What follows belongs to an exercise in optimizing a design on an open flow for small area and a short achievable clock period; a production flow would make more cautious choices.
Only simulation tests tie the RTL to the original design; equivalence was not proved.
Power figures rest on the tool's default switching activity, not on a simulated workload.

### flow/run.sh
#!/bin/bash
# synth_recipe.tcl (not shown) runs the flow's synth.tcl, then flattens the netlist and writes it again
# the make line also repeats each setting of config.mk as NAME=value (left out here)
make -C /OpenROAD-flow-scripts/flow DESIGN_CONFIG=/design/flow/config.mk WORK_HOME=/design/flow/orfs CLKGATE_MAP_FILE= SYNTH_SCRIPT=/design/flow/synth_recipe.tcl finish
### flow/config.mk
export PLATFORM = sky130hd
export DESIGN_NAME = sincos_unit
export DESIGN_NICKNAME = sincos_unit
export VERILOG_FILES = /design/flow/design.v
export SDC_FILE = /design/flow/constraint.sdc
export NUM_CORES = 4
export LEC_CHECK = 0
export ABC_AREA = 1
export CAP_MARGIN = 40
export CORE_AREA = 5 5 525 525
export DIE_AREA = 0 0 530 530
export PLACE_DENSITY = 0.35
export SLEW_MARGIN = 40
export SYNTH_MEMORY_MAX_BITS = 131072
### flow/constraint.sdc
create_clock -name core_clock -period 13.0 [get_ports {clk}]
set_input_delay 2.6000 -clock core_clock [delete_from_list [all_inputs] [get_ports {clk}]]
set_output_delay 2.6000 -clock core_clock [all_outputs]
set_load 0.01 [all_outputs]
### flow/design.v
module sine_quarter_rom (
    input  wire [6:0]  s,
    output reg  [18:0] kl,
    output reg  [9:0]  sl,
    output reg  [2:0]  rl,
    output reg  [18:0] kh,
    output reg  [9:0]  sh,
    output reg  [2:0]  rh
);
    always @(*) begin
        case (s)
            7'd0: begin kl = 19'd0; sl = 10'd804; rl = 3'b000; kh = 19'd524283; sh = 10'd1; rh = 3'b000; end
            7'd1: begin kl = 19'd3216; sl = 10'd804; rl = 3'b000; kh = 19'd524248; sh = 10'd8; rh = 3'b000; end
            7'd2: begin kl = 19'd6434; sl = 10'd805; rl = 3'b000; kh = 19'd524200; sh = 10'd12; rh = 3'b110; end
            7'd3: begin kl = 19'd9652; sl = 10'd804; rl = 3'b000; kh = 19'd524134; sh = 10'd17; rh = 3'b000; end
            7'd4: begin kl = 19'd12868; sl = 10'd804; rl = 3'b000; kh = 19'd524042; sh = 10'd23; rh = 3'b000; end
            7'd5: begin kl = 19'd16086; sl = 10'd803; rl = 3'b000; kh = 19'd523935; sh = 10'd27; rh = 3'b000; end
            7'd6: begin kl = 19'd19296; sl = 10'd804; rl = 3'b000; kh = 19'd523804; sh = 10'd32; rh = 3'b111; end
            7'd7: begin kl = 19'd22515; sl = 10'd803; rl = 3'b000; kh = 19'd523659; sh = 10'd37; rh = 3'b000; end
            7'd8: begin kl = 19'd25724; sl = 10'd804; rl = 3'b000; kh = 19'd523490; sh = 10'd42; rh = 3'b010; end
            7'd9: begin kl = 19'd28940; sl = 10'd802; rl = 3'b100; kh = 19'd523303; sh = 10'd47; rh = 3'b001; end
            7'd10: begin kl = 19'd32150; sl = 10'd803; rl = 3'b000; kh = 19'd523099; sh = 10'd51; rh = 3'b000; end
            7'd11: begin kl = 19'd35362; sl = 10'd802; rl = 3'b000; kh = 19'd522870; sh = 10'd57; rh = 3'b000; end
            7'd12: begin kl = 19'd38570; sl = 10'd802; rl = 3'b000; kh = 19'd522622; sh = 10'd62; rh = 3'b010; end
            7'd13: begin kl = 19'd41776; sl = 10'd802; rl = 3'b001; kh = 19'd522358; sh = 10'd66; rh = 3'b010; end
            7'd14: begin kl = 19'd44984; sl = 10'd801; rl = 3'b000; kh = 19'd522068; sh = 10'd72; rh = 3'b011; end
            7'd15: begin kl = 19'd48188; sl = 10'd800; rl = 3'b000; kh = 19'd521764; sh = 10'd76; rh = 3'b110; end
            7'd16: begin kl = 19'd51388; sl = 10'd800; rl = 3'b000; kh = 19'd521442; sh = 10'd81; rh = 3'b000; end
            7'd17: begin kl = 19'd54588; sl = 10'd800; rl = 3'b000; kh = 19'd521094; sh = 10'd87; rh = 3'b000; end
            7'd18: begin kl = 19'd57790; sl = 10'd799; rl = 3'b000; kh = 19'd520731; sh = 10'd91; rh = 3'b001; end
            7'd19: begin kl = 19'd60985; sl = 10'd799; rl = 3'b000; kh = 19'd520344; sh = 10'd96; rh = 3'b111; end
            7'd20: begin kl = 19'd64180; sl = 10'd798; rl = 3'b000; kh = 19'd519943; sh = 10'd101; rh = 3'b100; end
            7'd21: begin kl = 19'd67373; sl = 10'd797; rl = 3'b000; kh = 19'd519522; sh = 10'd105; rh = 3'b000; end
            7'd22: begin kl = 19'd70560; sl = 10'd796; rl = 3'b000; kh = 19'd519078; sh = 10'd111; rh = 3'b000; end
            7'd23: begin kl = 19'd73744; sl = 10'd796; rl = 3'b000; kh = 19'd518612; sh = 10'd116; rh = 3'b011; end
            7'd24: begin kl = 19'd76931; sl = 10'd795; rl = 3'b000; kh = 19'd518132; sh = 10'd120; rh = 3'b110; end
            7'd25: begin kl = 19'd80110; sl = 10'd795; rl = 3'b000; kh = 19'd517634; sh = 10'd125; rh = 3'b000; end
            7'd26: begin kl = 19'd83290; sl = 10'd793; rl = 3'b000; kh = 19'd517110; sh = 10'd131; rh = 3'b000; end
            7'd27: begin kl = 19'd86463; sl = 10'd793; rl = 3'b000; kh = 19'd516571; sh = 10'd135; rh = 3'b001; end
            7'd28: begin kl = 19'd89632; sl = 10'd792; rl = 3'b000; kh = 19'd516008; sh = 10'd140; rh = 3'b111; end
            7'd29: begin kl = 19'd92803; sl = 10'd791; rl = 3'b000; kh = 19'd515432; sh = 10'd144; rh = 3'b110; end
            7'd30: begin kl = 19'd95966; sl = 10'd791; rl = 3'b000; kh = 19'd514834; sh = 10'd150; rh = 3'b000; end
            7'd31: begin kl = 19'd99129; sl = 10'd789; rl = 3'b000; kh = 19'd514215; sh = 10'd155; rh = 3'b001; end
            7'd32: begin kl = 19'd102284; sl = 10'd788; rl = 3'b000; kh = 19'd513579; sh = 10'd159; rh = 3'b000; end
            7'd33: begin kl = 19'd105436; sl = 10'd788; rl = 3'b000; kh = 19'd512920; sh = 10'd164; rh = 3'b111; end
            7'd34: begin kl = 19'd108588; sl = 10'd786; rl = 3'b000; kh = 19'd512247; sh = 10'd169; rh = 3'b000; end
            7'd35: begin kl = 19'd111734; sl = 10'd785; rl = 3'b000; kh = 19'd511550; sh = 10'd174; rh = 3'b010; end
            7'd36: begin kl = 19'd114872; sl = 10'd784; rl = 3'b000; kh = 19'd510838; sh = 10'd178; rh = 3'b010; end
            7'd37: begin kl = 19'd118011; sl = 10'd783; rl = 3'b000; kh = 19'd510100; sh = 10'd184; rh = 3'b000; end
            7'd38: begin kl = 19'd121142; sl = 10'd782; rl = 3'b000; kh = 19'd509348; sh = 10'd188; rh = 3'b110; end
            7'd39: begin kl = 19'd124270; sl = 10'd781; rl = 3'b000; kh = 19'd508579; sh = 10'd193; rh = 3'b000; end
            7'd40: begin kl = 19'd127395; sl = 10'd779; rl = 3'b000; kh = 19'd507786; sh = 10'd198; rh = 3'b010; end
            7'd41: begin kl = 19'd130510; sl = 10'd779; rl = 3'b000; kh = 19'd506978; sh = 10'd202; rh = 3'b000; end
            7'd42: begin kl = 19'd133625; sl = 10'd777; rl = 3'b000; kh = 19'd506144; sh = 10'd208; rh = 3'b000; end
            7'd43: begin kl = 19'd136732; sl = 10'd776; rl = 3'b000; kh = 19'd505296; sh = 10'd212; rh = 3'b111; end
            7'd44: begin kl = 19'd139836; sl = 10'd774; rl = 3'b100; kh = 19'd504431; sh = 10'd217; rh = 3'b000; end
            7'd45: begin kl = 19'd142934; sl = 10'd773; rl = 3'b000; kh = 19'd503546; sh = 10'd221; rh = 3'b000; end
            7'd46: begin kl = 19'd146024; sl = 10'd772; rl = 3'b000; kh = 19'd502638; sh = 10'd227; rh = 3'b000; end
            7'd47: begin kl = 19'd149114; sl = 10'd770; rl = 3'b000; kh = 19'd501715; sh = 10'd231; rh = 3'b000; end
            7'd48: begin kl = 19'd152195; sl = 10'd769; rl = 3'b000; kh = 19'd500768; sh = 10'd236; rh = 3'b111; end
            7'd49: begin kl = 19'd155268; sl = 10'd768; rl = 3'b000; kh = 19'd499808; sh = 10'd240; rh = 3'b110; end
            7'd50: begin kl = 19'd158342; sl = 10'd765; rl = 3'b000; kh = 19'd498826; sh = 10'd246; rh = 3'b010; end
            7'd51: begin kl = 19'd161403; sl = 10'd765; rl = 3'b000; kh = 19'd497830; sh = 10'd249; rh = 3'b000; end
            7'd52: begin kl = 19'd164462; sl = 10'd763; rl = 3'b000; kh = 19'd496810; sh = 10'd255; rh = 3'b000; end
            7'd53: begin kl = 19'd167514; sl = 10'd761; rl = 3'b000; kh = 19'd495775; sh = 10'd259; rh = 3'b000; end
            7'd54: begin kl = 19'd170556; sl = 10'd760; rl = 3'b000; kh = 19'd494716; sh = 10'd264; rh = 3'b000; end
            7'd55: begin kl = 19'd173596; sl = 10'd758; rl = 3'b000; kh = 19'd493643; sh = 10'd269; rh = 3'b000; end
            7'd56: begin kl = 19'd176628; sl = 10'd756; rl = 3'b000; kh = 19'd492551; sh = 10'd273; rh = 3'b000; end
            7'd57: begin kl = 19'd179654; sl = 10'd755; rl = 3'b000; kh = 19'd491438; sh = 10'd278; rh = 3'b000; end
            7'd58: begin kl = 19'd182674; sl = 10'd753; rl = 3'b000; kh = 19'd490307; sh = 10'd283; rh = 3'b000; end
            7'd59: begin kl = 19'd185687; sl = 10'd751; rl = 3'b000; kh = 19'd489159; sh = 10'd287; rh = 3'b000; end
            7'd60: begin kl = 19'd188688; sl = 10'd750; rl = 3'b001; kh = 19'd487988; sh = 10'd292; rh = 3'b111; end
            7'd61: begin kl = 19'd191691; sl = 10'd747; rl = 3'b000; kh = 19'd486804; sh = 10'd296; rh = 3'b111; end
            7'd62: begin kl = 19'd194678; sl = 10'd746; rl = 3'b000; kh = 19'd485603; sh = 10'd301; rh = 3'b000; end
            7'd63: begin kl = 19'd197660; sl = 10'd744; rl = 3'b000; kh = 19'd484383; sh = 10'd305; rh = 3'b000; end
            7'd64: begin kl = 19'd200638; sl = 10'd742; rl = 3'b000; kh = 19'd483142; sh = 10'd310; rh = 3'b000; end
            7'd65: begin kl = 19'd203604; sl = 10'd740; rl = 3'b000; kh = 19'd481882; sh = 10'd315; rh = 3'b000; end
            7'd66: begin kl = 19'd206566; sl = 10'd739; rl = 3'b000; kh = 19'd480607; sh = 10'd319; rh = 3'b000; end
            7'd67: begin kl = 19'd209520; sl = 10'd736; rl = 3'b000; kh = 19'd479308; sh = 10'd324; rh = 3'b011; end
            7'd68: begin kl = 19'd212466; sl = 10'd734; rl = 3'b000; kh = 19'd477996; sh = 10'd328; rh = 3'b111; end
            7'd69: begin kl = 19'd215400; sl = 10'd732; rl = 3'b000; kh = 19'd476667; sh = 10'd333; rh = 3'b000; end
            7'd70: begin kl = 19'd218330; sl = 10'd730; rl = 3'b010; kh = 19'd475319; sh = 10'd337; rh = 3'b100; end
            7'd71: begin kl = 19'd221251; sl = 10'd729; rl = 3'b000; kh = 19'd473955; sh = 10'd341; rh = 3'b000; end
            7'd72: begin kl = 19'd224166; sl = 10'd725; rl = 3'b000; kh = 19'd472570; sh = 10'd346; rh = 3'b000; end
            7'd73: begin kl = 19'd227064; sl = 10'd724; rl = 3'b111; kh = 19'd471166; sh = 10'd351; rh = 3'b000; end
            7'd74: begin kl = 19'd229962; sl = 10'd722; rl = 3'b000; kh = 19'd469747; sh = 10'd355; rh = 3'b000; end
            7'd75: begin kl = 19'd232851; sl = 10'd719; rl = 3'b000; kh = 19'd468311; sh = 10'd359; rh = 3'b000; end
            7'd76: begin kl = 19'd235726; sl = 10'd718; rl = 3'b000; kh = 19'd466852; sh = 10'd364; rh = 3'b000; end
            7'd77: begin kl = 19'd238598; sl = 10'd715; rl = 3'b000; kh = 19'd465380; sh = 10'd368; rh = 3'b000; end
            7'd78: begin kl = 19'd241456; sl = 10'd712; rl = 3'b100; kh = 19'd463891; sh = 10'd373; rh = 3'b000; end
            7'd79: begin kl = 19'd244307; sl = 10'd711; rl = 3'b000; kh = 19'd462383; sh = 10'd377; rh = 3'b000; end
            7'd80: begin kl = 19'd247148; sl = 10'd708; rl = 3'b000; kh = 19'd460859; sh = 10'd381; rh = 3'b000; end
            7'd81: begin kl = 19'd249982; sl = 10'd706; rl = 3'b000; kh = 19'd459314; sh = 10'd386; rh = 3'b010; end
            7'd82: begin kl = 19'd252807; sl = 10'd703; rl = 3'b000; kh = 19'd457754; sh = 10'd390; rh = 3'b010; end
            7'd83: begin kl = 19'd255619; sl = 10'd701; rl = 3'b000; kh = 19'd456178; sh = 10'd394; rh = 3'b010; end
            7'd84: begin kl = 19'd258422; sl = 10'd699; rl = 3'b000; kh = 19'd454583; sh = 10'd399; rh = 3'b001; end
            7'd85: begin kl = 19'd261216; sl = 10'd696; rl = 3'b000; kh = 19'd452974; sh = 10'd402; rh = 3'b010; end
            7'd86: begin kl = 19'd264002; sl = 10'd693; rl = 3'b000; kh = 19'd451346; sh = 10'd407; rh = 3'b000; end
            7'd87: begin kl = 19'd266775; sl = 10'd691; rl = 3'b000; kh = 19'd449696; sh = 10'd412; rh = 3'b000; end
            7'd88: begin kl = 19'd269539; sl = 10'd689; rl = 3'b000; kh = 19'd448039; sh = 10'd415; rh = 3'b000; end
            7'd89: begin kl = 19'd272294; sl = 10'd686; rl = 3'b000; kh = 19'd446356; sh = 10'd420; rh = 3'b000; end
            7'd90: begin kl = 19'd275039; sl = 10'd683; rl = 3'b000; kh = 19'd444660; sh = 10'd424; rh = 3'b000; end
            7'd91: begin kl = 19'd277771; sl = 10'd681; rl = 3'b000; kh = 19'd442948; sh = 10'd428; rh = 3'b000; end
            7'd92: begin kl = 19'd280494; sl = 10'd678; rl = 3'b010; kh = 19'd441219; sh = 10'd433; rh = 3'b000; end
            7'd93: begin kl = 19'd283204; sl = 10'd676; rl = 3'b000; kh = 19'd439472; sh = 10'd436; rh = 3'b110; end
            7'd94: begin kl = 19'd285910; sl = 10'd673; rl = 3'b000; kh = 19'd437711; sh = 10'd441; rh = 3'b000; end
            7'd95: begin kl = 19'd288600; sl = 10'd670; rl = 3'b000; kh = 19'd435931; sh = 10'd445; rh = 3'b000; end
            7'd96: begin kl = 19'd291282; sl = 10'd667; rl = 3'b000; kh = 19'd434136; sh = 10'd448; rh = 3'b100; end
            7'd97: begin kl = 19'd293950; sl = 10'd665; rl = 3'b000; kh = 19'd432326; sh = 10'd453; rh = 3'b000; end
            7'd98: begin kl = 19'd296610; sl = 10'd661; rl = 3'b000; kh = 19'd430498; sh = 10'd457; rh = 3'b000; end
            7'd99: begin kl = 19'd299255; sl = 10'd659; rl = 3'b000; kh = 19'd428650; sh = 10'd462; rh = 3'b010; end
            7'd100: begin kl = 19'd301888; sl = 10'd656; rl = 3'b111; kh = 19'd426791; sh = 10'd465; rh = 3'b100; end
            7'd101: begin kl = 19'd304514; sl = 10'd654; rl = 3'b000; kh = 19'd424915; sh = 10'd469; rh = 3'b000; end
            7'd102: begin kl = 19'd307130; sl = 10'd650; rl = 3'b000; kh = 19'd423023; sh = 10'd473; rh = 3'b000; end
            7'd103: begin kl = 19'd309731; sl = 10'd647; rl = 3'b000; kh = 19'd421115; sh = 10'd477; rh = 3'b000; end
            7'd104: begin kl = 19'd312319; sl = 10'd645; rl = 3'b000; kh = 19'd419191; sh = 10'd481; rh = 3'b000; end
            7'd105: begin kl = 19'd314896; sl = 10'd642; rl = 3'b001; kh = 19'd417251; sh = 10'd485; rh = 3'b000; end
            7'd106: begin kl = 19'd317464; sl = 10'd638; rl = 3'b100; kh = 19'd415295; sh = 10'd489; rh = 3'b000; end
            7'd107: begin kl = 19'd320016; sl = 10'd636; rl = 3'b000; kh = 19'd413323; sh = 10'd493; rh = 3'b000; end
            7'd108: begin kl = 19'd322560; sl = 10'd632; rl = 3'b000; kh = 19'd411335; sh = 10'd497; rh = 3'b000; end
            7'd109: begin kl = 19'd325090; sl = 10'd630; rl = 3'b000; kh = 19'd409332; sh = 10'd500; rh = 3'b110; end
            7'd110: begin kl = 19'd327608; sl = 10'd626; rl = 3'b100; kh = 19'd407315; sh = 10'd505; rh = 3'b000; end
            7'd111: begin kl = 19'd330115; sl = 10'd623; rl = 3'b000; kh = 19'd405280; sh = 10'd508; rh = 3'b110; end
            7'd112: begin kl = 19'd332604; sl = 10'd620; rl = 3'b111; kh = 19'd403232; sh = 10'd512; rh = 3'b000; end
            7'd113: begin kl = 19'd335087; sl = 10'd617; rl = 3'b000; kh = 19'd401168; sh = 10'd516; rh = 3'b000; end
            7'd114: begin kl = 19'd337554; sl = 10'd614; rl = 3'b010; kh = 19'd399088; sh = 10'd520; rh = 3'b011; end
            7'd115: begin kl = 19'd340010; sl = 10'd611; rl = 3'b000; kh = 19'd396999; sh = 10'd523; rh = 3'b000; end
            7'd116: begin kl = 19'd342455; sl = 10'd607; rl = 3'b000; kh = 19'd394890; sh = 10'd527; rh = 3'b000; end
            7'd117: begin kl = 19'd344880; sl = 10'd604; rl = 3'b010; kh = 19'd392766; sh = 10'd531; rh = 3'b000; end
            7'd118: begin kl = 19'd347299; sl = 10'd601; rl = 3'b000; kh = 19'd390627; sh = 10'd535; rh = 3'b000; end
            7'd119: begin kl = 19'd349700; sl = 10'd598; rl = 3'b001; kh = 19'd388474; sh = 10'd538; rh = 3'b010; end
            7'd120: begin kl = 19'd352092; sl = 10'd594; rl = 3'b100; kh = 19'd386306; sh = 10'd542; rh = 3'b000; end
            7'd121: begin kl = 19'd354470; sl = 10'd591; rl = 3'b000; kh = 19'd384122; sh = 10'd546; rh = 3'b010; end
            7'd122: begin kl = 19'd356835; sl = 10'd587; rl = 3'b000; kh = 19'd381927; sh = 10'd549; rh = 3'b100; end
            7'd123: begin kl = 19'd359180; sl = 10'd584; rl = 3'b111; kh = 19'd379716; sh = 10'd552; rh = 3'b000; end
            7'd124: begin kl = 19'd361519; sl = 10'd581; rl = 3'b000; kh = 19'd377491; sh = 10'd557; rh = 3'b000; end
            7'd125: begin kl = 19'd363842; sl = 10'd578; rl = 3'b000; kh = 19'd375248; sh = 10'd560; rh = 3'b111; end
            7'd126: begin kl = 19'd366154; sl = 10'd573; rl = 3'b000; kh = 19'd372999; sh = 10'd563; rh = 3'b000; end
            7'd127: begin kl = 19'd368447; sl = 10'd571; rl = 3'b000; kh = 19'd370730; sh = 10'd567; rh = 3'b000; end
        endcase
    end
endmodule
module sine_seg_prep (
    input  wire [1:0]  o,
    input  wire [1:0]  k,       
    input  wire [1:0]  sl,      
    input  wire [2:0]  r,
    output wire [1:0]  c2,
    output wire        cy,
    output wire        r0,
    output wire        r1
);
    assign r0 = (o == 2'd0) ? 1'b0 : r[o - 2'd1];
    assign r1 = (o == 2'd3) ? 1'b0 : r[o];
    wire [5:0]  i = {o, k, sl};
    localparam [63:0] C2_0 = 64'h6ea8aa00ec800000;
    localparam [63:0] C2_1 = 64'h8000000000000000;
    localparam [63:0] CY   = 64'h08cec4a88a4cec80;
    assign c2 = {C2_1[i], C2_0[i]};
    assign cy = CY[i];
endmodule
module sine_seg_parts (
    input  wire [1:0]  o,
    input  wire [16:0] ka,      
    input  wire [8:0]  sa,      
    input  wire [1:0]  c2,
    input  wire        cy,
    input  wire        r0,
    input  wire        r1,
    input  wire [4:0]  wt,
    input  wire [4:0]  wc,
    output wire [16:0] a,
    output wire [12:0] p,
    output wire [5:0]  x
);
    wire [7:0]  s4 = sa[8:1];
    wire [16:0] x0 = ka;
    wire [16:0] x1 = o[0] ? {9'd0, s4} : 17'd0;
    wire [16:0] x2 = o[1] ? {8'd0, sa} : 17'd0;
    wire [16:0] xs = x0 ^ x1 ^ x2;
    wire [16:0] xc = {((x0[15:0] & x1[15:0]) | (x0[15:0] & x2[15:0]) | (x1[15:0] & x2[15:0])), 1'b0};
    add_ks #(.W(17), .L(5)) add_a (.a(xs), .b(xc), .c({15'd0, c2}), .y(a));
    wire [12:0] p0 = wt[0] ? {5'd0, s4}         : 13'd0;
    wire [12:0] p1 = wt[1] ? {4'd0, s4, 1'b0}   : 13'd0;
    wire [12:0] p2 = wt[2] ? {3'd0, s4, 2'b00}  : 13'd0;
    wire [12:0] p3 = wt[3] ? {2'd0, s4, 3'b000} : (wt[4] ? {1'd0, s4, 4'b0000} : 13'd0);
    wire [12:0] ys = p0 ^ p1 ^ p2;
    wire [12:0] yc = {((p0[11:0] & p1[11:0]) | (p0[11:0] & p2[11:0]) | (p1[11:0] & p2[11:0])), 1'b0};
    add_ks #(.W(13), .L(4)) add_p (.a(ys), .b(yc), .c(p3), .y(p));
    wire [5:0]  q0 = cy ? {1'b0, wt} : 6'd0;
    wire [5:0]  q1 = r1 ? {1'b0, wt} : 6'd0;
    wire [5:0]  q2 = r0 ? {1'b0, wc} : 6'd0;
    assign x = q0 + q1 + q2;
endmodule
module sine_seg_sum (
    input  wire [16:0] a,
    input  wire [12:0] p,
    input  wire [5:0]  x,
    output wire [20:0] mag
);
    add_ks #(.W(21), .L(5)) add_m (.a({a, 4'b0000}), .b({8'd0, p}), .c({15'd0, x}), .y(mag));
endmodule
module add_ks #(parameter W = 16, parameter L = 4) (
    input  wire [W-1:0] a,
    input  wire [W-1:0] b,
    input  wire [W-1:0] c,
    output wire [W-1:0] y
);
    wire [W-1:0] u = a ^ b ^ c;
    wire [W-1:0] v = {((a[W-2:0] & b[W-2:0]) | (a[W-2:0] & c[W-2:0]) | (b[W-2:0] & c[W-2:0])), 1'b0};
    wire [W-1:0] g [0:L];
    wire [W-1:0] t [0:L];
    assign g[0] = u & v;
    assign t[0] = u ^ v;
    genvar i, j;
    generate
        for (i = 0; i < L; i = i + 1) begin : g_lvl
            for (j = 0; j < W; j = j + 1) begin : g_bit
                if (j >= (1 << i)) begin : g_op
                    assign g[i+1][j] = g[i][j] | (t[i][j] & g[i][j - (1 << i)]);
                    assign t[i+1][j] = t[i][j] & t[i][j - (1 << i)];
                end else begin : g_pass
                    assign g[i+1][j] = g[i][j];
                    assign t[i+1][j] = t[i][j];
                end
            end
        end
    endgenerate
    assign y = t[0] ^ {g[L][W-2:0], 1'b0};
endmodule
module fix_to_f32 (
    input  wire [20:0] m,
    output reg  [30:0] f
);
    reg [4:0]  msb;
    reg [23:0] frac;
    integer    k;
    always @(*) begin
        msb = 5'd0;
        for (k = 0; k < 21; k = k + 1)
            if (m[k])
                msb = k[4:0];
        frac = {3'b000, m} << (5'd23 - msb);
        if (m == 21'd0)
            f = 31'd0;
        else
            f = {8'd106 + {3'b000, msb}, frac[22:0]};
    end
endmodule
module sincos_unit (
    input  wire        clk,
    input  wire        rst,
    input  wire        in_valid,
    input  wire [15:0] in_angle,
    output reg         out_valid,
    output wire [31:0] out_sin,
    output wire [31:0] out_cos
);
    reg        s1_valid;
    reg [15:0] s1_angle;
    always @(posedge clk) begin
        if (rst)
            s1_valid <= 1'b0;
        else
            s1_valid <= in_valid;
        s1_angle <= in_angle;
    end
    wire        odd = s1_angle[13];
    wire [12:0] uf  = s1_angle[12:0] ^ {13{odd}};
    wire [4:0]  wl  = {1'b0, uf[3:0]} + {4'd0, odd};       
    wire [4:0]  wh  = {1'b0, ~uf[3:0]} + {4'd0, ~odd};     
    wire [18:0] kl, kh;
    wire [9:0]  sl, sh;
    wire [2:0]  rl, rh;
    sine_quarter_rom rom (.s(uf[12:6]), .kl(kl), .sl(sl), .rl(rl), .kh(kh), .sh(sh), .rh(rh));
    wire [1:0]  ol = uf[5:4];
    wire [1:0]  oh = ~uf[5:4];
    wire [1:0]  c2l, c2h;
    wire        cyl, cyh, r0l, r0h, r1l, r1h;
    sine_seg_prep prep_lo (.o(ol), .k(kl[1:0]), .sl(sl[1:0]), .r(rl), .c2(c2l), .cy(cyl), .r0(r0l), .r1(r1l));
    sine_seg_prep prep_hi (.o(oh), .k(kh[1:0]), .sl(sh[1:0]), .r(rh), .c2(c2h), .cy(cyh), .r0(r0h), .r1(r1h));
    reg        s2_valid;
    reg [1:0]  s2_ol, s2_oh;
    reg [4:0]  s2_wl, s2_wh;
    reg [16:0] s2_kl, s2_kh;
    reg [8:0]  s2_sl, s2_sh;
    reg [1:0]  s2_c2l, s2_c2h;
    reg        s2_cyl, s2_cyh, s2_r0l, s2_r0h, s2_r1l, s2_r1h;
    reg        s2_sin_lo, s2_sin_neg, s2_cos_neg;
    always @(posedge clk) begin
        if (rst)
            s2_valid <= 1'b0;
        else
            s2_valid <= s1_valid;
        s2_ol      <= ol;
        s2_oh      <= oh;
        s2_wl      <= wl;
        s2_wh      <= wh;
        s2_kl      <= kl[18:2];
        s2_sl      <= sl[9:1];
        s2_c2l     <= c2l;
        s2_cyl     <= cyl;
        s2_r0l     <= r0l;
        s2_r1l     <= r1l;
        s2_kh      <= kh[18:2];
        s2_sh      <= sh[9:1];
        s2_c2h     <= c2h;
        s2_cyh     <= cyh;
        s2_r0h     <= r0h;
        s2_r1h     <= r1h;
        s2_sin_lo  <= ~(s1_angle[14] ^ s1_angle[13]);
        s2_sin_neg <= s1_angle[15];
        s2_cos_neg <= s1_angle[15] ^ s1_angle[14];
    end
    wire [16:0] al, ah;
    wire [12:0] pl, ph;
    wire [5:0]  xl, xh;
    sine_seg_parts pt_lo (.o(s2_ol), .ka(s2_kl), .sa(s2_sl), .c2(s2_c2l), .cy(s2_cyl), .r0(s2_r0l),
                          .r1(s2_r1l), .wt(s2_wl), .wc(s2_wh), .a(al), .p(pl), .x(xl));
    sine_seg_parts pt_hi (.o(s2_oh), .ka(s2_kh), .sa(s2_sh), .c2(s2_c2h), .cy(s2_cyh), .r0(s2_r0h),
                          .r1(s2_r1h), .wt(s2_wh), .wc(s2_wl), .a(ah), .p(ph), .x(xh));
    reg        s3_valid;
    reg [16:0] s3_al, s3_ah;
    reg [12:0] s3_pl, s3_ph;
    reg [5:0]  s3_xl, s3_xh;
    reg        s3_sin_lo, s3_sin_neg, s3_cos_neg;
    always @(posedge clk) begin
        if (rst)
            s3_valid <= 1'b0;
        else
            s3_valid <= s2_valid;
        s3_al      <= al;
        s3_pl      <= pl;
        s3_xl      <= xl;
        s3_ah      <= ah;
        s3_ph      <= ph;
        s3_xh      <= xh;
        s3_sin_lo  <= s2_sin_lo;
        s3_sin_neg <= s2_sin_neg;
        s3_cos_neg <= s2_cos_neg;
    end
    wire [20:0] mag_lo;
    wire [20:0] mag_hi;
    sine_seg_sum sm_lo (.a(s3_al), .p(s3_pl), .x(s3_xl), .mag(mag_lo));
    sine_seg_sum sm_hi (.a(s3_ah), .p(s3_ph), .x(s3_xh), .mag(mag_hi));
    reg        s4_valid;
    reg [20:0] s4_lo;
    reg [19:0] s4_hi;
    reg        s4_sin_lo, s4_sin_neg, s4_cos_neg;
    always @(posedge clk) begin
        if (rst)
            s4_valid <= 1'b0;
        else
            s4_valid <= s3_valid;
        s4_lo      <= mag_lo;
        s4_hi      <= mag_hi[19:0];     
        s4_sin_lo  <= s3_sin_lo;
        s4_sin_neg <= s3_sin_neg;
        s4_cos_neg <= s3_cos_neg;
    end
    wire [30:0] f_lo;
    wire [30:0] f_hi = {8'd126, s4_hi, 3'b000};
    fix_to_f32 cv (.m(s4_lo), .f(f_lo));
    wire        lo_zero = (s4_lo == 21'd0);
    reg  [28:0] o_sin, o_cos;
    always @(posedge clk) begin
        if (rst)
            out_valid <= 1'b0;
        else
            out_valid <= s4_valid;
        o_sin <= s4_sin_lo ? {s4_sin_neg & ~lo_zero, f_lo[30:3]} : {s4_sin_neg, f_hi[30:3]};
        o_cos <= s4_sin_lo ? {s4_cos_neg, f_hi[30:3]} : {s4_cos_neg & ~lo_zero, f_lo[30:3]};
    end
    assign out_sin = {o_sin, 3'b000};
    assign out_cos = {o_cos, 3'b000};
endmodule
==> impl_table.tex, run 1 <==
\begin{tabular}{lr}
\hline
Metric & Value \\
\hline
\multicolumn{2}{l}{\textbf{Timing}} \\
Setup repair after global routing missed its margin & no \\
Max\_slew headroom & 0.377 \\
Final critical path time including I/O delays and setup & between 5 and 6 ns \\
Final setup skew & 0.0699 ns \\
Final worst-path cycle share & 0.415 \\
Setup Viol. Count Final & 0 \\
Final Hold Slack & 0.326 ns \\
Setup TNS & 0 ns \\
Final Hold Fails & 0 \\
Slew Viols, Final & 0 \\
Transition time at the pin with the least slew margin & 0.933 ns \\
Fmax achieved & around 0.19 GHz \\
\multicolumn{2}{l}{\textbf{Yosys}} \\
Number of instances in the synthesized netlist & around 2800 \\
Most frequently used flop master after synthesis & sky130\_fd\_sc\_hd\_\_dfxtp\_1 \\
Mean post-synth cell area & 7.10 µm² \\
Synth warnings & 6 \\
Fraction of the yosys area taken by sequential cells & 0.275 \\
Number of enable flip-flop cells after synthesis & 0 \\
Netlist area before placement & $\sim$20000 µm² \\
Unique masters post-synth & 66 \\
Share of flip-flops with an asynchronous set or reset & 0 \\
Total of flip-flops plus latches after synthesis & 273 \\
\multicolumn{2}{l}{\textbf{Pwr}} \\
Net Switching & 0.00236 W \\
Fraction of power spent switching nets & 0.474 \\
Worst-case vdd ir drop & between 0.1 and 0.15 mV \\
Fraction of power consumed by sequential logic & 0.279 \\
Internal power & roughly 0.0026 W \\
Power density over cell area & 192 nW/µm² \\
Total Power Consumption & 0.00498 W \\
Clock share of power & 0.185 \\
Leakage & 11.0 nW \\
Combinational Power Share & 0.537 \\
\multicolumn{2}{l}{\textbf{Drt}} \\
Post-detailed-route via-to-cell ratio & 3.20 \\
Drt drc & 0 \\
DR iter-0 viols & 2197 \\
Routed wire length per instance & 17.3 µm \\
Detailed-routing iteration count for the pre-antenna-repair pass & 6 \\
Total wire length & 111000 µm \\
Number of nets still failing antenna checks after routing & 0 \\
Total number of vias & between 20000 and 25000 \\
\multicolumn{2}{l}{\textbf{Clock tree}} \\
Buffers from clock root to sink, at most & 3 \\
Clock tree from TritonCTS & yes \\
Hold\_buf cts & 0 \\
Clock network latency to the later pin of the worst-skew pair & 0.68 ns \\
CTS Buf Count & 31 \\
Post-CTS Setup Repair Bufs & 0 \\
Number of clock sinks & roughly 270 \\
Number of levels in the clock H-tree & 1 \\
Cts repair resizes & 0 \\
Clock transition time at the flip-flop clock pins of the worst setup and hold paths & around 0.070 ns \\
Cell chosen for the clock root & sky130\_fd\_sc\_hd\_\_clkbuf\_16 \\
\multicolumn{2}{l}{\textbf{Worst setup path}} \\
Required @ worst endpoint & between 10 and 15 ns \\
Cell-by-cell listing of the critical path & buf\_4 -> inv\_2 -> nand2\_1 -> nand2\_4 -> inv\_4 -> buf\_4 -> nor2\_1 -> nor2\_1 -> nor2\_1 -> o21ai\_1 -> o311ai\_1 -> nor2\_1 -> inv\_1 -> o21ai\_1 -> inv\_2 -> ha\_1 -> inv\_1 -> nor2\_1 -> o21bai\_1 -> nand2\_1 -> nand2\_1 -> nand2\_1 -> o311ai\_1 \\
Element type at the critical path start & flip-flop \\
CP Class & reg2reg \\
Critical-path cell with the highest stage delay & sky130\_fd\_sc\_hd\_\_buf\_4 \\
Combined buffer and inverter count along the critical path & 7 \\
Worst path top cell family by delay & buffers and inverters \\
Cell repeated most along the worst path & sky130\_fd\_sc\_hd\_\_nor2\_1 \\
Delay of the slowest critical-path stage & 0.72 ns \\
Largest fanout of any net on the critical path & between 50 and 60 \\
Crit path arrival time & 5.92 ns \\
Setup crit end kind & flip-flop \\
\multicolumn{2}{l}{\textbf{GRT}} \\
First-pass GRT wire length & 155000 µm \\
Met3 Resource Use GR & 0.0142 \\
GR Util All Layers & 0.0758 \\
Global-route track usage on met1 & 0.112 \\
Met2 layer usage reported by global route & 0.106 \\
Largest net degree at the start of global routing & 60 \\
Number of global-route vias before repair & 19941 \\
Antenna violations before repair & 10 \\
Layer with the highest usage & met1 \\
Overflow after GRT & 0 \\
\multicolumn{2}{l}{\textbf{Floorplan}} \\
Core Area & 270000 µm² \\
Initial cell density of the core & 0.0735 \\
Die Wd & 530 µm \\
I/O pins & between 80 and 90 \\
Die Area & around 280000 µm² \\
Cell row count & 191 \\
Die H & approximately 530 µm \\
\multicolumn{2}{l}{\textbf{Layout}} \\
Fraction of layout cells with a size suffix above 1 & 0.0581 \\
Area growth syn-to-layout & 30.9\% \\
Post-layout net count & 3076 \\
Fill cells & $\sim$32000 \\
\multicolumn{2}{l}{\textbf{Place}} \\
Post-detail-place hpwl & 86300 µm \\
RePlAce Congestion & 0.987 \\
Input/output buffers & a little under 80 \\
\multicolumn{2}{l}{\textbf{Job}} \\
Total of max-cap violations & 0 \\
\multicolumn{2}{l}{\textbf{Min path}} \\
Type of the worst min-delay path & reg2reg \\
\multicolumn{2}{l}{\textbf{Outcome}} \\
Outcome & no timing/DRC/antenna violations \\
\hline
\end{tabular}
[power by group through the flow]
stage	combinational (W)	sequential [W]	clock [W]
final	0.00267	0.00139	0.000920
after global routing	0.00297	0.00142	0.000999
after CTS	0.00267	0.00140	0.000969
after detailed placement	0.00265	0.00141	0
after global placement	0.00268	0.00141	0
after floorplan	0.00169	0.00132	0
[path summary, 6_finish.rpt]
check | startpoint | endpoint | slack (ns) | depth (start not counted)
worst max register to register | s1_angle[13] | s2_c2h[0] | 7.61 | 23
worst min-delay path | s2_cos_neg | s3_cos_neg | 0.33 | 0
worst min register to register | s2_cos_neg | s3_cos_neg | 0.33 | 0
worst max-delay path | s1_angle[13] | s2_c2h[0] | 7.61 | 23
[cell type report]
type,instances,area (µm²),share of cell area
repair buffers,124,1120,0.0431
clock inverters,15,173,0.00665
diodes,1,2.50,0.0000963
well taps,3570,4470,0.172
multi-input cells,2028,12500,0.480
clock buffers,38,852,0.0328
inverters,378,1420,0.0547
flip-flops and latches,273,5470,0.210
[worst register-to-register path, delay by kind of cell (launching register included)]
| kind | cells | cell delay, ns |
|---|---|---|
| buffers and inverters | 7 | 2.00 |
| flip-flops | 1 | 0.31 |
| AO/OA/AOI/OAI | 5 | 0.79 |
| adder cells (fa/ha/maj) | 1 | 0.21 |
| AND/OR/NAND/NOR | 10 | 1.96 |
[flip-flops by register name, summed over array words and instances, names as in the netlist, 2 cells and up]
| name | flops |
|---|---|
| s2_c2l | 2 |
| s1_angle | 16 |
| s2_kl | 17 |
| s2_sh | 9 |
| s2_c2h | 2 |
| s2_kh | 16 |
| o_cos | 29 |
| s2_wh | 5 |
| s2_ol | 2 |
| s2_sl | 8 |
| s3_al | 17 |
| s3_ah | 16 |
| s4_lo | 21 |
| o_sin | 29 |
| s3_pl | 13 |
| s4_hi | 20 |
| s3_xl | 6 |
| s2_oh | 2 |
| s3_xh | 6 |
| s3_ph | 13 |
| s2_wl | 4 |
[per-stage QoR]
stage | utilization | cell area [µm²] | setup WS, ns | cells
floorplan | - | 19900 | 9.18 | 2802
global placement | 0.0923 | 24900 | 7.57 | 6372
detailed placement | 0.0924 | 25000 | 7.70 | 6373
CTS | 0.0962 | 26000 | 7.68 | 6426
global route | 0.0962 | 26000 | 7.32 | 6426
finish | 0.0962 | 26000 | 7.61 | 6427
[synthesized netlist by cell type, drive strengths merged (4+ instances only)]
cell	instances	area, µm²
xor2	65	569
a221oi	18	164
o2111ai	11	96.3
a32oi	5	43.8
inv	377	1420
a211oi	17	128
nand3	210	1050
nor2	215	860
clkbuf	64	240
nor3	22	110
a22oi	5	37.5
o21bai	10	75.1
a2111oi	7	67.6
o31ai	10	75.1
o311ai	7	61.3
xnor2	31	343
o32ai	6	52.6
ha	154	1930
nand2	611	2310
o21ai	189	953
a21oi	197	986
o211ai	17	128
dfxtp	273	5470
fa	67	1340
nor4	9	56.3
o221ai	9	78.8
a31oi	29	181
o22ai	30	194
a21o	4	30.0
nand4	37	231
or2	5	31.3
buf	59	322
[layer usage]
layer | part of all wire | routed length, µm
met4 | 0.049 | 5470
met1 | 0.48 | 53500
met3 | 0.076 | 8460
met2 | 0.39 | 43600
met5 | 0.00021 | 23
[cell families (layout without fill, tap and decap cells)]
logic type,count (synthesis),after routing,synth area share
XOR/XNOR,96,96,0.0460
adder cells (fa/ha/maj),221,221,0.165
buffers and inverters,501,555,0.0999
AO/OA/AOI/OAI,591,591,0.178
AND/OR/NAND/NOR,1114,1114,0.236
flip-flops,273,273,0.275
other,1,7,0.000189
[cells in the final DEF, fill, tap and decap left out, drive strengths merged, types with 67 or more instances in the layout]
cell type,n
clkdlybuf4s50,77
a21oi,197
nand2,611
inv,383
nor2,215
fa,67
o21ai,189
ha,154
dfxtp,273
nand3,210
==> inputs of run 2 (changes only) <==
==> flow/flow/run.sh (new file) <==
#!/bin/bash
# Layout: the standard flow, with timing repair asked to leave 9 ns of setup slack
# (aiming at a 4 ns path) instead of none. The clock and constraints are unchanged.
set -euo pipefail
bash standard.sh SETUP_SLACK_MARGIN=9 finish > standard_flow.log 2>&1
==> flow/standard.sh (new file) <==
#!/bin/bash
# synth_recipe.tcl (not shown) runs the flow's synth.tcl, then flattens the netlist and writes it again
# the make line also repeats each setting of config.mk as NAME=value (left out here)
make -C /OpenROAD-flow-scripts/flow DESIGN_CONFIG=/design/flow/config.mk WORK_HOME=/design/flow/orfs CLKGATE_MAP_FILE= SYNTH_SCRIPT=/design/flow/synth_recipe.tcl "${@:-finish}"
--- a/flow/config.mk
+++ b/flow/config.mk
@@ -7,8 +7,8 @@
 export LEC_CHECK = 0
 export ABC_AREA = 1
 export CAP_MARGIN = 40
-export CORE_AREA = 5 5 525 525
-export DIE_AREA = 0 0 530 530
-export PLACE_DENSITY = 0.35
+export CORE_AREA = 5 5 215 215
+export DIE_AREA = 0 0 220 220
+export PLACE_DENSITY = 0.6
 export SLEW_MARGIN = 40
 export SYNTH_MEMORY_MAX_BITS = 131072
removed: flow/run.sh
==> run 2 against run 1 <==
  * Synthesized cell count unchanged
  * Hold slack better by 0.0013 ns
  * Total power down 1.5%
  * Fmax up 36%
  * Critical path depth down 6
  * Die area down 83%
  * Largest cell class unchanged
==> impl_table.tex, run 2 <==
\begin{tabular}{lr}
\hline
Metric & Value \\
\hline
\multicolumn{2}{l}{\textbf{Floorplan}} \\
Initial cell density of the core & 0.452 \\
I/O pins & 84 \\
Die Wd & between 200 and 250 µm \\
Die H & 220 µm \\
Cell row count & 77 \\
Core Area & 43900 µm² \\
Die Area & 48400 µm² \\
\multicolumn{2}{l}{\textbf{Layout}} \\
Filler-free cell count of the finished design & 3462 \\
Fraction of layout cells with a size suffix above 1 & 0.0767 \\
Commonest non-fill, non-tap cell in the layout & sky130\_fd\_sc\_hd\_\_nand2\_1 \\
Post-layout net count & 3085 \\
Final core area utilization & 0.518 \\
Biggest registers after layout & o\_cos x29, o\_sin x29, s4\_lo x21 \\
Area growth syn-to-layout & 14.6\% \\
Fill cells & $\sim$4400 \\
Most frequent cells in the layout & 597 x sky130\_fd\_sc\_hd\_\_nand2\_1, 347 x sky130\_fd\_sc\_hd\_\_inv\_1, 264 x sky130\_fd\_sc\_hd\_\_dfxtp\_1, 208 x sky130\_fd\_sc\_hd\_\_nand3\_1, 197 x sky130\_fd\_sc\_hd\_\_a21oi\_1 \\
\multicolumn{2}{l}{\textbf{Clock tree}} \\
CTS Buf Count & 31 \\
Number of levels in the clock H-tree & 1 \\
Clock transition time at the flip-flop clock pins of the worst setup and hold paths & 0.06 ns \\
Buffers from clock root to sink, at most & 3 \\
Clock network latency to the later pin of the worst-skew pair & roughly 0.59 ns \\
Hold\_buf cts & 0 \\
Cell chosen for the clock root & sky130\_fd\_sc\_hd\_\_clkbuf\_16 \\
Number of clock sinks & 273 \\
Clock tree from TritonCTS & yes \\
\multicolumn{2}{l}{\textbf{GRT}} \\
Overflow after GRT & 0 \\
Number of global-route vias before repair & between 20000 and 25000 \\
Antenna violations before repair & 1 \\
Largest net degree at the start of global routing & 55 \\
First-pass GRT wire length & 133000 µm \\
GR Util All Layers & 0.369 \\
\multicolumn{2}{l}{\textbf{Timing}} \\
Transition time at the pin with the least slew margin & 0.928 ns \\
Setup repair after global routing missed its margin & no \\
Final Hold Fails & 0 \\
Final worst-path cycle share & 0.304 \\
Max\_slew headroom & 0.381 \\
Setup TNS & 0 ns \\
Slew Viols, Final & 0 \\
Setup Viol. Count Final & 0 \\
Post-route setup slack & 9.04 ns \\
Fmax achieved & $\sim$0.25 GHz \\
Final Hold Slack & 0.328 ns \\
Final critical path time including I/O delays and setup & 3.96 ns \\
Final setup skew & approximately 0.0098 ns \\
\multicolumn{2}{l}{\textbf{Drt}} \\
Total number of vias & 21644 \\
DR iter-0 viols & between 3000 and 4000 \\
Routed wire length per instance & 26.9 µm \\
Total wire length & just over 90000 µm \\
Post-detailed-route via-to-cell ratio & 6.25 \\
Detailed-routing iteration count for the pre-antenna-repair pass & 9 \\
Number of nets still failing antenna checks after routing & 0 \\
Drt drc & 0 \\
\multicolumn{2}{l}{\textbf{Worst setup path}} \\
Reg2Reg Setup Slack & 9.04 ns \\
Largest fanout of any net on the critical path & 16 \\
Depth of the worst register-to-register path & 17 \\
Crit path arrival time & $\sim$4.4 ns \\
Setup crit end kind & flip-flop \\
Critical Path Source & s1\_angle[13] \\
Required @ worst endpoint & 13.48 ns \\
Element type at the critical path start & flip-flop \\
Reg2reg end & s2\_cyl \\
CP Class & reg2reg \\
Startpoint of the worst-slack reg-to-reg timing path & s1\_angle[13] \\
\multicolumn{2}{l}{\textbf{Place}} \\
Post-detail-place hpwl & 68900 µm \\
Worst slack at placement & 8.46 ns \\
RePlAce Congestion & about 1.2 \\
Input/output buffers & 77 \\
Cells after DPL & around 3400 \\
\multicolumn{2}{l}{\textbf{Yosys}} \\
Most frequently used flop master after synthesis & sky130\_fd\_sc\_hd\_\_dfxtp\_1 \\
Cell accounting for the most synthesized area & sky130\_fd\_sc\_hd\_\_dfxtp\_1 \\
Share of flip-flops with an asynchronous set or reset & 0 \\
Unique masters post-synth & 66 \\
Synth warnings & 6 \\
Area share of the largest cell type after synthesis & 0.275 \\
Number of instances in the synthesized netlist & 2797 \\
Total of flip-flops plus latches after synthesis & 273 \\
Synth top cells by count & 605 x sky130\_fd\_sc\_hd\_\_nand2\_1, 356 x sky130\_fd\_sc\_hd\_\_inv\_1, 273 x sky130\_fd\_sc\_hd\_\_dfxtp\_1, 210 x sky130\_fd\_sc\_hd\_\_nand3\_1, 197 x sky130\_fd\_sc\_hd\_\_a21oi\_1 \\
Largest cells by area after synthesis & sky130\_fd\_sc\_hd\_\_dfxtp\_1 28\%, sky130\_fd\_sc\_hd\_\_nand2\_1 11\%, sky130\_fd\_sc\_hd\_\_ha\_1 9.7\% \\
Mean post-synth cell area & 7.10 µm² \\
Cell with the most instances after synthesis & sky130\_fd\_sc\_hd\_\_nand2\_1 \\
Netlist area before placement & 19900 µm² \\
Number of enable flip-flop cells after synthesis & 0 \\
Fraction of the yosys area taken by sequential cells & 0.275 \\
\multicolumn{2}{l}{\textbf{Min path}} \\
Startpoint of the lowest-slack hold path & s2\_cos\_neg \\
Hold Path Depth & 0 \\
Type of the worst min-delay path & reg2reg \\
Hold Crit Endpoint & s3\_cos\_neg \\
\multicolumn{2}{l}{\textbf{Outcome}} \\
Outcome & no timing/DRC/antenna violations \\
\multicolumn{2}{l}{\textbf{Pwr}} \\
Power density over cell area & 216 nW/µm² \\
Worst-case vdd ir drop & between 0.1 and 0.15 mV \\
Leakage & 11.2 nW \\
\multicolumn{2}{l}{\textbf{Job}} \\
Total of max-cap violations & 0 \\
\hline
\end{tabular}
## run 2: layout make-up
type,count,area (µm²),area share
clock inverter,16,246,0.0108
antenna,1,2.50,0.000110
timing repair buffer,133,1310,0.0574
inverter,378,1480,0.0649
tap,592,741,0.0326
sequential,273,5480,0.241
clock buffer,41,853,0.0375
multi-input combinational,2028,12600,0.556
## run 2: kinds of logic after synthesis
| kind of cell | Yosys count | share of synthesized area |
|---|---|---|
| fa+ha+maj | 221 | 0.165 |
| compound gates | 591 | 0.178 |
| simple gates | 1114 | 0.236 |
| other cells | 1 | 0.000189 |
| flops | 273 | 0.275 |
| xor+xnor | 96 | 0.0460 |
| buf+inv | 501 | 0.0999 |
## run 2: critical path, stage by stage (launching register included)
cell	delay, ns
sky130_fd_sc_hd__dfxtp_1	0.35
sky130_fd_sc_hd__buf_12	0.19
sky130_fd_sc_hd__xnor2_4	0.13
sky130_fd_sc_hd__buf_6	0.21
sky130_fd_sc_hd__inv_4	0.13
sky130_fd_sc_hd__ha_2	0.26
sky130_fd_sc_hd__nor2_2	0.50
sky130_fd_sc_hd__inv_1	0.27
sky130_fd_sc_hd__nand2_1	0.25
sky130_fd_sc_hd__o32ai_1	0.16
sky130_fd_sc_hd__o21ai_0	0.38
sky130_fd_sc_hd__o2111ai_1	0.22
sky130_fd_sc_hd__nand2_1	0.26
sky130_fd_sc_hd__inv_2	0.09
sky130_fd_sc_hd__o21ai_1	0.10
sky130_fd_sc_hd__o21ai_0	0.10
sky130_fd_sc_hd__o21ai_1	0.14
sky130_fd_sc_hd__nand3_1	0.08
## run 2: timing repair
item / 4_1_cts / 5_1_grt
buffers inserted: 0 / 11
gates resized for setup: 94 / 67
endpoints found under the setup margin: 68 / 16
gates cloned: 0 / 4
pin swaps: 0 / 6
## run 2: how the worst max path moves through the flow
| stage | endpoint | slack [ns] | depth (start not counted) |
|---|---|---|---|
| 2_1_floorplan | s3_ah[15] | 9.18 | 20 |
| 3_3_place_gp | s2_cyl | 8.49 | 23 |
| 3_5_place_dp | s2_c2h[0] | 8.46 | 23 |
| 4_1_cts | s3_ah[15] | 9.02 | 19 |
| 5_1_grt | s3_ah[15] | 9.00 | 19 |
| 6_report | s2_cyl | 9.04 | 17 |
## run 2: where the power goes
part	leakage, nW	switching (W)	internal (W)	total [W]
Combinational	8.40	0.00169	0.000925	0.00261
Sequential	2.29	0.000205	0.00115	0.00136
Clock	0.540	0.000367	0.000566	0.000933
Total	11.2	0.00226	0.00265	0.00491
## run 2: metal layers
| layer | vias up | wire length (µm) | track usage |
|---|---|---|---|
| li1 | 9398 | - | - |
| met1 | 10113 | 34500 | 0.461 |
| met2 | 1635 | 39400 | 0.568 |
| met3 | 496 | 11800 | 0.116 |
| met4 | 2 | 7250 | 0.201 |
| met5 | - | 7 | 0 |
## run 2: metrics by stage
stage	power [W]	instance area [µm²]
after detailed placement	0.00391	21200
after global routing	0.00525	22700
final	0.00491	22700
after CTS	0.00482	22300
after global placement	0.00387	21200
after floorplan	0.00301	19900
==> inputs of run 3 (changes only) <==
==> flow/flow/run.sh (replaced) <==
#!/bin/bash
# Layout: the standard flow, with timing repair asked to leave 8 ns of setup slack
# (aiming at a 5 ns path) instead of none. The clock and constraints are unchanged.
set -euo pipefail
bash standard.sh SETUP_SLACK_MARGIN=8 finish > standard_flow.log 2>&1
==> run 3 against run 2 <==
  * Clock power barely moved
  * Final area fell by 2.0%
  * Register-to-register slack got worse by 0.89 ns
  * Sequential power barely moved
  * Routed wire length fell by 1.4%
  * Clock skew rose by 0.0016 ns
  * Area after synthesis did not move
  * Non-clock buffer count fell by 15
  * Total power rose by 0.23%
  * Via count fell by 0.89%
  * Sequential share of layout area rose by 0.42 points
  * Highest routed layer unchanged
==> impl_table.tex, run 3 <==
\begin{tabular}{lr}
\hline
Metric & Value \\
\hline
\multicolumn{2}{l}{\textbf{Layout}} \\
Fraction of layout cells with a size suffix above 1 & 0.0547 \\
Fill cells & 4396 \\
Post-layout net count & $\sim$3100 \\
Commonest non-fill, non-tap cell in the layout & sky130\_fd\_sc\_hd\_\_nand2\_1 \\
Area growth syn-to-layout & 12.3\% \\
Biggest registers after layout & o\_cos x29, o\_sin x29, s4\_lo x21 \\
Multi-input logic area & 12500 µm² \\
Sequential Area & 5470 µm² \\
Final core area utilization & 0.507 \\
Most frequent cells in the layout & 605 x sky130\_fd\_sc\_hd\_\_nand2\_1, 355 x sky130\_fd\_sc\_hd\_\_inv\_1, 272 x sky130\_fd\_sc\_hd\_\_dfxtp\_1, 210 x sky130\_fd\_sc\_hd\_\_nand3\_1, 197 x sky130\_fd\_sc\_hd\_\_a21oi\_1 \\
Filler-free cell count of the finished design & 3448 \\
\multicolumn{2}{l}{\textbf{Timing}} \\
Final Hold Slack & 0.328 ns \\
Max\_slew headroom & 0.386 \\
Setup TNS & 0 ns \\
Final worst-path cycle share & 0.373 \\
Setup repair after global routing missed its margin & no \\
Slew Viols, Final & 0 \\
Final Hold Fails & 0 \\
Final setup skew & 0.0114 ns \\
Final critical path time including I/O delays and setup & 4.85 ns \\
Setup Viol. Count Final & 0 \\
Transition time at the pin with the least slew margin & 0.922 ns \\
Fmax achieved & 0.206 GHz \\
\multicolumn{2}{l}{\textbf{Clock tree}} \\
Cts repair resizes & 0 \\
Cell chosen for the clock root & sky130\_fd\_sc\_hd\_\_clkbuf\_16 \\
Number of clock sinks & 273 \\
Hold\_buf cts & 0 \\
CTS Buf Count & 31 \\
Number of levels in the clock H-tree & 1 \\
Buffers from clock root to sink, at most & 3 \\
Clock transition time at the flip-flop clock pins of the worst setup and hold paths & roughly 0.060 ns \\
Clock tree from TritonCTS & yes \\
Clock network latency to the later pin of the worst-skew pair & 0.59 ns \\
Post-CTS Setup Repair Bufs & 0 \\
\multicolumn{2}{l}{\textbf{Worst setup path}} \\
Setup crit end kind & flip-flop \\
Startpoint of the worst-slack reg-to-reg timing path & s1\_angle[13] \\
Required @ worst endpoint & 13.44 ns \\
Element type at the critical path start & flip-flop \\
Largest fanout of any net on the critical path & 38 \\
Crit path arrival time & approximately 5.3 ns \\
CP Class & reg2reg \\
Critical Path Source & s1\_angle[13] \\
\multicolumn{2}{l}{\textbf{Yosys}} \\
Share of flip-flops with an asynchronous set or reset & 0 \\
Synth top cells by count & 605 x sky130\_fd\_sc\_hd\_\_nand2\_1, 356 x sky130\_fd\_sc\_hd\_\_inv\_1, 273 x sky130\_fd\_sc\_hd\_\_dfxtp\_1, 210 x sky130\_fd\_sc\_hd\_\_nand3\_1, 197 x sky130\_fd\_sc\_hd\_\_a21oi\_1 \\
Cell accounting for the most synthesized area & sky130\_fd\_sc\_hd\_\_dfxtp\_1 \\
Most frequently used flop master after synthesis & sky130\_fd\_sc\_hd\_\_dfxtp\_1 \\
Synth warnings & 6 \\
Number of instances in the synthesized netlist & about 2800 \\
Simple-gate area share of the yosys netlist & 0.236 \\
Netlist area before placement & 19900 µm² \\
Area share of xor/xnor cells in the synthesized design & 0.0460 \\
Total of flip-flops plus latches after synthesis & 273 \\
Unique masters post-synth & 66 \\
Area share of the largest cell type after synthesis & 0.275 \\
Largest cells by area after synthesis & sky130\_fd\_sc\_hd\_\_dfxtp\_1 28\%, sky130\_fd\_sc\_hd\_\_nand2\_1 11\%, sky130\_fd\_sc\_hd\_\_ha\_1 9.7\% \\
Synth Area in Compound Gates & 0.178 \\
Proportion of synthesized area in mux cells & 0 \\
Number of enable flip-flop cells after synthesis & 0 \\
Mean post-synth cell area & 7.10 µm² \\
Cell with the most instances after synthesis & sky130\_fd\_sc\_hd\_\_nand2\_1 \\
Fraction of the mapped netlist area in adder cells & 0.165 \\
Combinational family with the most area after synthesis & simple AND/OR/NAND/NOR gates \\
Fraction of the yosys area taken by sequential cells & 0.275 \\
\multicolumn{2}{l}{\textbf{Drt}} \\
Total wire length & 91600 µm \\
Drt drc & 0 \\
Detailed-routing iteration count for the pre-antenna-repair pass & 7 \\
Post-detailed-route via-to-cell ratio & 6.22 \\
Routed wire length per instance & 26.6 µm \\
Total number of vias & $\sim$21000 \\
DR iter-0 viols & $\sim$3400 \\
Number of nets still failing antenna checks after routing & 0 \\
\multicolumn{2}{l}{\textbf{Pwr}} \\
Leakage & $\sim$11 nW \\
Clock share of power & 0.190 \\
Net Switching & 0.00224 W \\
Total Power Consumption & 0.00492 W \\
Combinational Power Share & 0.533 \\
Internal power & 0.00267 W \\
Power density over cell area & 221 nW/µm² \\
Fraction of power spent switching nets & 0.457 \\
Worst-case vdd ir drop & 0.120 mV \\
Fraction of power consumed by sequential logic & 0.277 \\
\multicolumn{2}{l}{\textbf{GRT}} \\
First-pass GRT wire length & approximately 130000 µm \\
GR Util All Layers & 0.368 \\
Antenna violations before repair & 3 \\
Overflow after GRT & 0 \\
Largest net degree at the start of global routing & 55 \\
Number of global-route vias before repair & around 21000 \\
\multicolumn{2}{l}{\textbf{Floorplan}} \\
Cell row count & 77 \\
Die Area & around 48000 µm² \\
Die Wd & 220 µm \\
Die H & between 200 and 250 µm \\
Initial cell density of the core & 0.452 \\
Core Area & 43900 µm² \\
I/O pins & 84 \\
\multicolumn{2}{l}{\textbf{Min path}} \\
Type of the worst min-delay path & reg2reg \\
Startpoint of the lowest-slack hold path & s2\_cos\_neg \\
\multicolumn{2}{l}{\textbf{Job}} \\
Total of max-cap violations & 0 \\
\multicolumn{2}{l}{\textbf{Outcome}} \\
Outcome & no timing/DRC/antenna violations \\
\multicolumn{2}{l}{\textbf{Place}} \\
Input/output buffers & 77 \\
RePlAce Congestion & 1.18 \\
Post-detail-place hpwl & 68900 µm \\
Cells after DPL & 3389 \\
\hline
\end{tabular}
run 3: cell counts after synthesis:
No cell type changed its count.
run 3: logic make-up (layout without fill, tap and decap cells):
kind of cell / after synthesis / after routing
simple gates: 1114 / 1114
compound gates: 591 / 591
buf+inv: 501 / 553
flops: 273 / 273
fa+ha+maj: 221 / 221
xor+xnor: 96 / 96
other cells: 1 / 8
run 3: per-stage QoR:
step	instance area, µm²	setup slack [ns]
finish	22300	8.15
global route	22300	8.01
floorplan	19900	9.18
detailed placement	21200	8.46
CTS	22300	8.44
global placement	21200	8.49
run 3: worst max-delay path, stage by stage (launching register included):
cell,delay (ns)
sky130_fd_sc_hd__dfxtp_1,0.30
sky130_fd_sc_hd__buf_4,0.37
sky130_fd_sc_hd__inv_2,0.10
sky130_fd_sc_hd__nand2_1,0.12
sky130_fd_sc_hd__nand2_4,0.24
sky130_fd_sc_hd__inv_4,0.38
sky130_fd_sc_hd__buf_4,0.54
sky130_fd_sc_hd__nor2_1,0.26
sky130_fd_sc_hd__nor2_1,0.41
sky130_fd_sc_hd__nor2_1,0.16
sky130_fd_sc_hd__o21ai_1,0.20
sky130_fd_sc_hd__o311ai_1,0.13
sky130_fd_sc_hd__nor2_1,0.15
sky130_fd_sc_hd__inv_1,0.06
sky130_fd_sc_hd__o21ai_1,0.21
sky130_fd_sc_hd__inv_2,0.10
sky130_fd_sc_hd__ha_1,0.22
sky130_fd_sc_hd__inv_1,0.08
sky130_fd_sc_hd__nor2_1,0.07
sky130_fd_sc_hd__o21bai_1,0.16
sky130_fd_sc_hd__nand2_1,0.13
sky130_fd_sc_hd__nand2_1,0.07
sky130_fd_sc_hd__nand2_1,0.06
sky130_fd_sc_hd__o311ai_1,0.11
run 3: path summary, 6_finish.rpt:
kind                              endpoint  slack [ns]  cells after the start
worst max register to register   s2_c2h[0]        8.15                     23
worst min-delay path            s3_cos_neg        0.33                      0
worst max-delay path             s2_c2h[0]        8.15                     23
worst min register to register  s3_cos_neg        0.33                      0
run 3: final cells by class:
type,instances,area share
Clock inverter,16,0.0111
Timing Repair Buffer,118,0.0484
Multi-Input combinational cell,2028,0.560
Clock buffer,41,0.0383
Antenna cell,2,0.000225
Tap cell,592,0.0332
Inverter,378,0.0638
Sequential cell,273,0.245
run 3: power groups by stage:
stage	clock network (W)	registers (W)	logic (W)
final	0.000935	0.00136	0.00262
after global routing	0.000986	0.00139	0.00288
after CTS	0.000949	0.00136	0.00255
after detailed placement	0	0.00138	0.00253
after global placement	0	0.00137	0.00249
after floorplan	0	0.00132	0.00169
run 3: per-layer routing:
layer / up-vias / track usage / share of wire
li1: 9352 / - / -
met1: 10075 / 0.454 / 0.37
met2: 1559 / 0.566 / 0.43
met3: 463 / 0.120 / 0.12
met4: 2 / 0.208 / 0.076
met5: - / 0 / 0.000087

==> afterwards: timing with drivers on the ports <==
No port has a modelled driver above. Below, the same layouts with a new extraction and two added sets of constraints. Step 1 assumes that a clkbuf_16 drives the clock port and a buf_2 every other input. Step 2 moves the port delays by t, midway between the first and last clock arrival at a register: inputs arrive t later, outputs are due t later. That takes back most of the time a late clock gives input paths. Three values: ideal ports, drivers, drivers and shift; two values: the first two.
run | t (ns) | setup WS [ns] | hold WS [ns] | pins driven straight from the clock port
run 1 | 0.710 | 7.609 / 7.609 / 7.609 | 0.326 / 0.326 / 0.326 | 1
run 2 | 0.645 | 9.042 / 9.042 / 9.042 | 0.328 / 0.328 / 0.328 | 1
run 3 | 0.649 | 8.152 / 8.152 / 8.152 | 0.328 / 0.328 / 0.328 | 1
After both steps every run listed still meets setup and hold.
